Background: an optimization exercise with open tools, aiming at small area. Do not read the settings as production practice.
In this exercise RTL edits were held to simulation tests only and were not proved equivalent to the original.
No driver is modelled on the clock port, so clocking that relies on it looks cheaper here than on a real chip.
Power and IR drop assume default switching activity.

Design twist_deframer, start of the top module:
module twist_deframer (
    input  wire        clk,
    input  wire        rst,           
    input  wire [3:0]  lane,          
    input  wire [1:0]  sym,           
    output reg         locked,
    output wire        pol_inv,
    output reg         oh_valid,
    output reg  [63:0] oh_word,
    output wire        oh_crc_ok,
    output reg         pl_valid,
    output reg  [39:0] pl_word,
    output reg         stuff_rm,
    output reg         rx_ovf
);
clock: 8.0 ns
lec_check: 0
cap_margin: 20
core_margin: 2
core_utilization: 40
cts_buf_list: sky130_fd_sc_hd__clkbuf_8
cts_cluster_diameter: 100
cts_cluster_size: 20
slew_margin: 20
run.sh (not shown) runs the stock make flow with config.mk's settings and CLKGATE_MAP_FILE= SYNTH_SCRIPT=/design/flow/synth_recipe.tcl, a recipe that flattens the netlist after the stock synthesis.
The first run completed without violations.
Change:
ABC_AREA = 1   (was default)
CTS_BUF_LIST = default   (was sky130_fd_sc_hd__clkbuf_8)
CTS_CLUSTER_DIAMETER = default   (was 100)
CTS_CLUSTER_SIZE = default   (was 20)
Cell area rose by about 2%.
Power increases by 11%.
Wire length rose by about 6%.
Global-route usage goes up by 1.2 points.
Clock skew decreases by 5.2 ps.
Register-to-register slack gains 370 ps.
Critical path depth went up by 6.
Synthesized area goes up by about 0.8%.
Combinational power goes down by about 10%.
Change:
ABC_AREA = default   (was 1)
Result: Clock power is lower by 4.9%. Routed wire length drops by 5.8%. Power goes down by 0.55%. Die area goes down by 0.80%.
Change:
CTS_CLUSTER_DIAMETER = 100   (was default)
CTS_CLUSTER_SIZE = 30   (was default)
Result: Register-to-register slack stays flat; flip-flop and latch count does not change; die area stays the same; count of clock-buffer cells in the layout stays the same.


## run 1
Another version of the RTL of twist_deframer (not shown whole).
Size in the first run: ~780 cells after synthesis, about 170 flip-flops, about 120 I/O pins, about 8400 sq um of cells after synthesis.
Settings: LEC_CHECK=0, CAP_MARGIN=20, CORE_MARGIN=2, CORE_UTILIZATION=40, CTS_BUF_LIST=sky130_fd_sc_hd__clkbuf_8, SLEW_MARGIN=20; clock period 8.0 ns.
#### Input delta (run 2 over run 1)
Settings: CTS_BUF_LIST no longer set, was sky130_fd_sc_hd__clkbuf_8.
Findings:
Relative to run 1, run 2 improves worst hold margin. Run 1 -> run 2: routed length on met2 increased by a few percent. Required arrival time at the worst endpoint (run 2 over run 1): decrease, 0.03 ns. In run 2, the share of the final layout cell area in sequential cells came out 0.86 points below the value in run 1. There was hardly any difference in initial standard-cell utilization of the core between run 2 and run 1. Compared run 2 vs run 1, and global-route usage is up in run 2. Compared to run 1, run 2 has setup slack of the critical path after layout 0.075 ns lower. The count of plain and timing-repair buffers was comparable across run 1 and run 2. Run 2 packs its core tighter than run 1. Against run 1 as the reference, run 2 delivers a higher wire length of the first global-routing pass.
diff inputs: run 2 => run 3
Settings: CORE_UTILIZATION changed from 40 to 70.
==> flow/flow/run.sh (new file) <==
#!/bin/bash
set -euo pipefail
here=$(pwd)
export BUFFER_PORTS_ARGS="-buffer_cell sky130_fd_sc_hd__buf_1"
export CTS_ARGS="-sink_clustering_enable -repair_clock_nets -dont_use_dummy_load -root_buf sky130_fd_sc_hd__clkbuf_8 -buf_list sky130_fd_sc_hd__clkbuf_4"
export POST_CTS_TCL="$here/flow/post_cts.tcl"
export CLK_UPSIZE_SLEW=0.100
bash standard.sh > "$here/flow_make.log" 2>&1
==> flow/flow/post_cts.tcl (new file) <==
# After clock tree synthesis: the leaf clock buffers are clkbuf_4; upsize to
# clkbuf_8 those whose output slew is above CLK_UPSIZE_SLEW (ns), then
# legalize the placement again.
estimate_parasitics -placement
set nup 0
foreach inst [get_cells clkbuf_*] {
  if {[get_property $inst ref_name] ne "sky130_fd_sc_hd__clkbuf_4"} { continue }
  set s [get_property [get_pins [get_name $inst]/X] slew_max]
  if {$s > $::env(CLK_UPSIZE_SLEW)} {
    replace_cell $inst sky130_fd_sc_hd__clkbuf_8
    incr nup
  }
}
puts "post_cts: upsized $nup clock buffers"
if {$nup > 0} {
  detailed_placement
  estimate_parasitics -placement
}
==> flow/standard.sh (new file) <==
#!/bin/bash
# synth_recipe.tcl (not shown) runs the flow's synth.tcl, then flattens the netlist and writes it again
# the make line also repeats each setting of config.mk as NAME=value (left out here)
make -C /OpenROAD-flow-scripts/flow DESIGN_CONFIG=/design/flow/config.mk WORK_HOME=/design/flow/orfs CLKGATE_MAP_FILE= SYNTH_SCRIPT=/design/flow/synth_recipe.tcl "${@:-finish}"
removed: flow/run.sh
[summary]
Run 3 ends up with a clock share of power that is 14 points lower than in run 2.
Of run 3 and run 2, it is run 3 that has the lower share of final layout cell area taken by clock buffers and inverters.
Measured against each other, run 3 and run 2 differ in fraction of power consumed by combinational cells, the lower figure coming from run 2.
Looking at final cell area excluding filler cells across both flows, run 3 is the stronger of the two, with run 2 trailing.
Taking run 3 over run 2, the routed wire length ratio works out to 0.889.
Taking run 2 over run 3, the total power per unit cell area ratio works out to 1.08.
[run 3 vs run 2] worst hold slack: lower in run 3
Delta(global-route usage, run 3 - run 2) > 0
Per the comparison of run 3 with run 2, minimum clock period moved down, post-layout total power moved down.
The inputs of run 4 differ from those of run 3 as listed below.
Settings: changing CAP_MARGIN from 20 to 0; changing CORE_UTILIZATION from 70 to 40; changing SLEW_MARGIN from 20 to 0.
==> flow/flow/run.sh <==
#!/bin/bash
set -euo pipefail
export BUFFER_PORTS_ARGS="-buffer_cell sky130_fd_sc_hd__buf_1"
export CTS_ARGS="-sink_clustering_enable -repair_clock_nets -dont_use_dummy_load -buf_list sky130_fd_sc_hd__clkbuf_16 -sink_clustering_size 30 -sink_clustering_max_diameter 150"
bash standard.sh > flow_make.log 2>&1
removed: flow/flow/post_cts.tcl
[summary]
Run 3 fits on a die that is smaller than the die of run 4. Summary — first-pass GRT wire length, run 4 relative to run 3: higher, by 6.2%. Run 4 ends up with a register clock-pin slew on the reported worst setup and hold paths that is 0.02 ns lower than in run 3. In run 4, the all-layer global routing usage came out 9.9 points below the value in run 3. | total power consumption of the routed design | run 4 vs run 3 | worse |. Net switching power is lower on run 3. Taking run 3 as the reference point, the initial core utilization of run 4 falls by 31 points.


## fjord
The RTL this note starts from:
==> flow/design.v <==
module twist_deframer (
    input  wire        clk,
    input  wire        rst,           
    input  wire [3:0]  lane,          
    input  wire [1:0]  sym,           
    output reg         locked,
    output wire        pol_inv,
    output reg         oh_valid,
    output wire [63:0] oh_word,
    output reg         oh_crc_ok,
    output reg         pl_valid,
    output wire [39:0] pl_word,
    output reg         stuff_rm,
    output reg         rx_ovf
);
    localparam [30:0] FAW       = 31'h7125_B696;
    localparam [43:0] SEED_LOW  = 44'h5A5_A5A5_A5A5;
    wire        bit_in = sym[1];
    reg  [29:0] win;
    wire [30:0] diff   = {win, bit_in} ^ FAW;
    function [4:0] popcount31;
        input [30:0] v;
        integer n;
        reg [4:0] c;
        begin
            c = 5'd0;
            for (n = 0; n < 31; n = n + 1)
                c = c + {4'd0, v[n]};
            popcount31 = c;
        end
    endfunction
    wire [4:0] ndiff     = popcount31(diff);
    wire       faw_match = (ndiff <= 5'd3);
    wire       faw_inv   = (ndiff >= 5'd28);
    reg        verif;         
    reg        cand_pol;      
    reg [1:0]  cnt2;          
    reg [3:0]  ncrc_bad;      
    reg [13:0] fpos;          
    reg [1:0]  run_level;
    reg [5:0]  run_len;       
    reg        pay;           
    reg        first;         
    reg [5:0]  cnt;           
    reg [9:0]  widx;          
    reg [7:0]  crc;
    reg [28:0] s_od;          
    reg [19:0] p_ev;          
    reg [14:0] p_od;          
    reg [4:0]  prev_fn;
    reg [2:0]  prev_ofs;
    reg [1:0]  prev_just;
    reg        prev_ovf;
    wire [28:0] s_ev = win[28:0];           
    wire [19:0] p_odf = {crc[4:0], p_od};   
    assign pol_inv = locked & cand_pol;
    assign oh_word = {s_od, p_ev, p_od};
    genvar gi;
    generate
        for (gi = 0; gi < 20; gi = gi + 1) begin : g_pl
            assign pl_word[2*gi]   = p_ev[gi];
            assign pl_word[2*gi+1] = p_odf[gi];
        end
    endgenerate
    wire [13:0] pos     = fpos + 14'd1;
    wire        at_30   = (fpos == 14'd29);
    wire        at_last = (fpos == 14'd16382);
    wire        in_body = (fpos >= 14'd30) && (fpos < 14'd16382);
    wire lock_match = cand_pol ? faw_inv : faw_match;
    wire content_left = ~&(widx | ~10'd814);
    wire body_l       = locked && in_body && content_left;
    wire is_stuff     = body_l && (run_len == 6'd47);
    wire is_content   = body_l && (run_len != 6'd47);
    wire is_oh        = is_content && !pay;
    wire is_oh_last   = is_oh && (cnt == 6'd63);
    wire is_payload   = is_content && pay;
    wire is_guard     = locked && at_last;
    wire        oh_bit   = bit_in ^ cand_pol;
    wire        crc_fb   = crc[7] ^ oh_bit;
    wire [7:0]  crc_next = {crc[6:0], 1'b0} ^ (crc_fb ? 8'h07 : 8'h00);
    wire        crc_good = (crc_next == 8'h00);
    wire        crc_drop = !crc_good && (ncrc_bad == 4'd15);
    wire [63:0] oh_full  = {oh_word[62:0], oh_bit};
    wire [4:0]  rx_fn    = oh_full[39:35];
    wire [2:0]  rx_ofs   = oh_full[34:32];
    wire [1:0]  rx_just  = (oh_full[27:26] == 2'd3) ? 2'd1 : oh_full[27:26];
    wire [4:0]  pr_fn    = (prev_fn == 5'd23) ? 5'd0 : prev_fn + 5'd1;
    wire [2:0]  pr_ofs   = prev_ofs + {2'd0, prev_ovf};
    wire [4:0]  use_fn   = crc_good ? rx_fn : pr_fn;
    wire [2:0]  use_ofs  = crc_good ? rx_ofs : pr_ofs;
    wire [1:0]  use_just = crc_good ? rx_just : prev_just;
    wire [1:0]  pbits_raw = {sym[1] ^ cand_pol, sym[1] ^ sym[0]};
    wire [57:0] seed  = {2'b10, prev_ofs, prev_fn, crc[3:0], SEED_LOW};
    wire        sd1   = seed[57] ^ seed[38];
    wire        sd2   = seed[56] ^ seed[37];
    wire [57:0] seed2 = {seed[55:0], sd1, sd2};
    wire        sb1   = first ? sd1 : s_od[28] ^ s_ev[19];
    wire        sb2   = first ? sd2 : s_ev[28] ^ s_od[18];
    wire [1:0]  dbits = pbits_raw ^ {sb1, sb2};
    wire [28:0] s_od_ld, s_ev_ld;
    generate
        for (gi = 0; gi < 29; gi = gi + 1) begin : g_sd
            assign s_od_ld[gi] = seed2[2*gi+1];
            assign s_ev_ld[gi] = seed2[2*gi];
        end
    endgenerate
    wire        word_end = (cnt == 6'd19);
    wire        deliver  = (widx < 10'd812) ||
                           (widx == 10'd812 && !prev_just[1]) ||
                           (widx == 10'd813 && prev_just == 2'd0);
    always @(posedge clk) begin
        if (!pay)
            win <= {win[28:0], bit_in};
        if (rst) begin
            win       <= 30'd0;
            locked    <= 1'b0;
            verif     <= 1'b0;
            run_level <= 2'd0;
            run_len   <= 6'd0;
            pay       <= 1'b0;
            prev_fn   <= 5'd0;
            prev_ofs  <= 3'd0;
            prev_just <= 2'd0;
            prev_ovf  <= 1'b0;
            oh_valid  <= 1'b0;
            oh_crc_ok <= 1'b0;
            pl_valid  <= 1'b0;
            stuff_rm  <= 1'b0;
            rx_ovf    <= 1'b0;
        end else begin
            fpos     <= pos;
            oh_valid <= 1'b0;
            pl_valid <= 1'b0;
            stuff_rm <= is_stuff;
            rx_ovf   <= 1'b0;
            if (sym == run_level) begin
                if (run_len != 6'd63)
                    run_len <= run_len + 6'd1;
            end else begin
                run_level <= sym;
                run_len   <= 6'd1;
            end
            if (!locked && !verif) begin
                if (faw_match || faw_inv) begin
                    verif    <= 1'b1;
                    cand_pol <= faw_inv;
                    cnt2     <= 2'd1;
                    fpos     <= 14'd30;
                end
            end else if (verif) begin
                if (at_30) begin
                    if (lock_match) begin
                        if (cnt2 == 2'd2) begin
                            verif    <= 1'b0;
                            locked   <= 1'b1;
                            cnt2     <= 2'd0;
                            ncrc_bad <= 4'd0;
                        end else begin
                            cnt2 <= cnt2 + 2'd1;
                        end
                    end else begin
                        verif <= 1'b0;
                    end
                end
            end else begin  
                if (at_30) begin
                    if (lock_match)
                        cnt2 <= 2'd0;
                    else if (cnt2 == 2'd3)
                        locked <= 1'b0;
                    else
                        cnt2 <= cnt2 + 2'd1;
                end
            end
            if (at_30) begin
                cnt  <= 6'd0;
                widx <= 10'd0;
                crc  <= 8'h00;
            end
            if (is_oh) begin
                {s_od, p_ev, p_od} <= oh_full;
                crc <= crc_next;
                cnt <= cnt + 6'd1;
            end
            if (is_oh_last) begin
                oh_valid  <= 1'b1;
                oh_crc_ok <= crc_good;
                pay       <= !crc_drop;
                first     <= 1'b1;
                crc[3:0]  <= lane;
                prev_fn   <= use_fn;
                prev_ofs  <= use_ofs;
                prev_just <= use_just;
                if (crc_good)
                    ncrc_bad <= 4'd0;
                else if (crc_drop)
                    locked <= 1'b0;
                else
                    ncrc_bad <= ncrc_bad + 4'd1;
            end
            if (is_payload) begin
                first    <= 1'b0;
                s_od     <= first ? s_od_ld : {s_od[27:0], sb1};
                win      <= {win[28], first ? s_ev_ld : {s_ev[27:0], sb2}};
                p_ev     <= {p_ev[18:0], dbits[0]};
                p_od     <= {p_od[13:0], dbits[1]};
                crc[4:0] <= {crc[3:0], p_od[14]};
                if (word_end) begin
                    cnt      <= 6'd0;
                    widx     <= widx + 10'd1;
                    pl_valid <= deliver;
                end else begin
                    cnt <= cnt + 6'd1;
                end
            end
            if (is_guard) begin
                pay      <= 1'b0;
                prev_ovf <= content_left;
                rx_ovf   <= content_left;
            end
        end
    end
endmodule
==> flow/config.mk <==
export PLATFORM = sky130hd
export DESIGN_NAME = twist_deframer
export DESIGN_NICKNAME = twist_deframer
export VERILOG_FILES = /design/flow/design.v
export SDC_FILE = /design/flow/constraint.sdc
export NUM_CORES = 4
export LEC_CHECK = 0
export CAP_MARGIN = 20
export CORE_MARGIN = 2
export CORE_UTILIZATION = 40
export SLEW_MARGIN = 20
==> flow/constraint.sdc <==
create_clock -name core_clock -period 8.0 [get_ports {clk}]
set_input_delay 1.6000 -clock core_clock [delete_from_list [all_inputs] [get_ports {clk}]]
set_output_delay 1.6000 -clock core_clock [all_outputs]
set_load 0.01 [all_outputs]
standard.sh (not shown) runs the stock make flow with config.mk's settings and CLKGATE_MAP_FILE= SYNTH_SCRIPT=/design/flow/synth_recipe.tcl, a recipe that flattens the netlist after the stock synthesis.
==> flow/flow/run.sh <==
#!/bin/bash
set -euo pipefail
export BUFFER_PORTS_ARGS="-buffer_cell sky130_fd_sc_hd__buf_1"
export CTS_ARGS="-sink_clustering_enable -repair_clock_nets -dont_use_dummy_load -buf_list sky130_fd_sc_hd__clkbuf_8"
bash standard.sh > flow_make.log 2>&1
fjord: full flow OK, the timing, design-rule and antenna checks passed
### fjord -> sierra
Settings: swapping 40 for 70 in CORE_UTILIZATION.
==> flow/flow/run.sh <==
#!/bin/bash
set -euo pipefail
here=$(pwd)
export BUFFER_PORTS_ARGS="-buffer_cell sky130_fd_sc_hd__buf_1"
export CTS_ARGS="-sink_clustering_enable -repair_clock_nets -dont_use_dummy_load -root_buf sky130_fd_sc_hd__clkbuf_8 -buf_list sky130_fd_sc_hd__clkbuf_4"
export POST_CTS_TCL="$here/flow/post_cts.tcl"
export CLK_UPSIZE_SLEW=0.115
bash standard.sh > "$here/flow_make.log" 2>&1
==> flow/flow/post_cts.tcl (new file) <==
# After clock tree synthesis: the leaf clock buffers are clkbuf_4; upsize to
# clkbuf_8 those whose output slew is above CLK_UPSIZE_SLEW (ns), then
# legalize the placement again.
estimate_parasitics -placement
set nup 0
foreach inst [get_cells clkbuf_*] {
  if {[get_property $inst ref_name] ne "sky130_fd_sc_hd__clkbuf_4"} { continue }
  set s [get_property [get_pins [get_name $inst]/X] slew_max]
  if {$s > $::env(CLK_UPSIZE_SLEW)} {
    replace_cell $inst sky130_fd_sc_hd__clkbuf_8
    incr nup
  }
}
puts "post_cts: upsized $nup clock buffers"
if {$nup > 0} {
  detailed_placement
  estimate_parasitics -placement
}
[summary]
sierra: routability congestion estimate 8.9% above fjord. sierra ended with less overall power of the completed layout than fjord. Signed area change from the synthesized netlist to the final layout down 2.9 points in sierra wrt fjord.

## what the ideal ports hide
How much do the figures lean on ideal ports? The routed layouts below were timed once more, with nothing changed but the port constraints.
Step 1 assumes that a clkbuf_16 drives the clock port and a buf_2 every other input.
Step 2 times the ports against the registers' clock, not the clock port: input delays grow and output delays shrink by t, the midpoint of the rising clock arrivals with the driver on.
Three values: ideal, step 1, step 2; two values: the first two.
| run | shift t [ns] | setup WS [ns] | hold slack, ns | latest minus earliest clock arrival (ns) |
|---|---|---|---|---|
| the first run of note 1 | 0.504 | 0.772 / 0.786 / 0.283 | 0.452 / 0.452 / 0.452 | 0.022 / 0.021 |
| the second run of note 1 | 0.479 | 0.877 / 0.895 / 0.416 | 0.449 / 0.449 / 0.449 | 0.017 / 0.016 |
| the third run of note 1 | 0.477 | 0.728 / 0.748 / 0.270 | 0.449 / 0.449 / 0.449 | 0.015 / 0.015 |
| the fourth run of note 1 | 0.477 | 0.728 / 0.748 / 0.270 | 0.449 / 0.449 / 0.449 | 0.015 / 0.015 |
| run 1 | 0.494 | 0.611 / 0.625 / 0.131 | 0.468 / 0.468 / 0.468 | 0.016 / 0.015 |
| run 2 | 0.473 | 0.536 / 0.554 / 0.081 | 0.476 / 0.476 / 0.476 | 0.010 / 0.010 |
| run 3 | 0.486 | 0.845 / 0.853 / 0.368 | 0.459 / 0.459 / 0.459 | 0.035 / 0.035 |
| run 4 | 0.462 | 0.936 / 0.955 / 0.493 | 0.461 / 0.461 / 0.461 | 0.028 / 0.028 |
| fjord | 0.486 | 0.946 / 0.961 / 0.475 | 0.464 / 0.464 / 0.464 | 0.039 / 0.038 |
| sierra | 0.476 | 0.848 / 0.856 / 0.380 | 0.461 / 0.461 / 0.461 | 0.039 / 0.039 |
After both steps setup and hold are still met in every run listed. The setup slack of the first run of note 1, which loses most, moves by +0.014 ns with the drivers and by -0.489 ns with both steps.
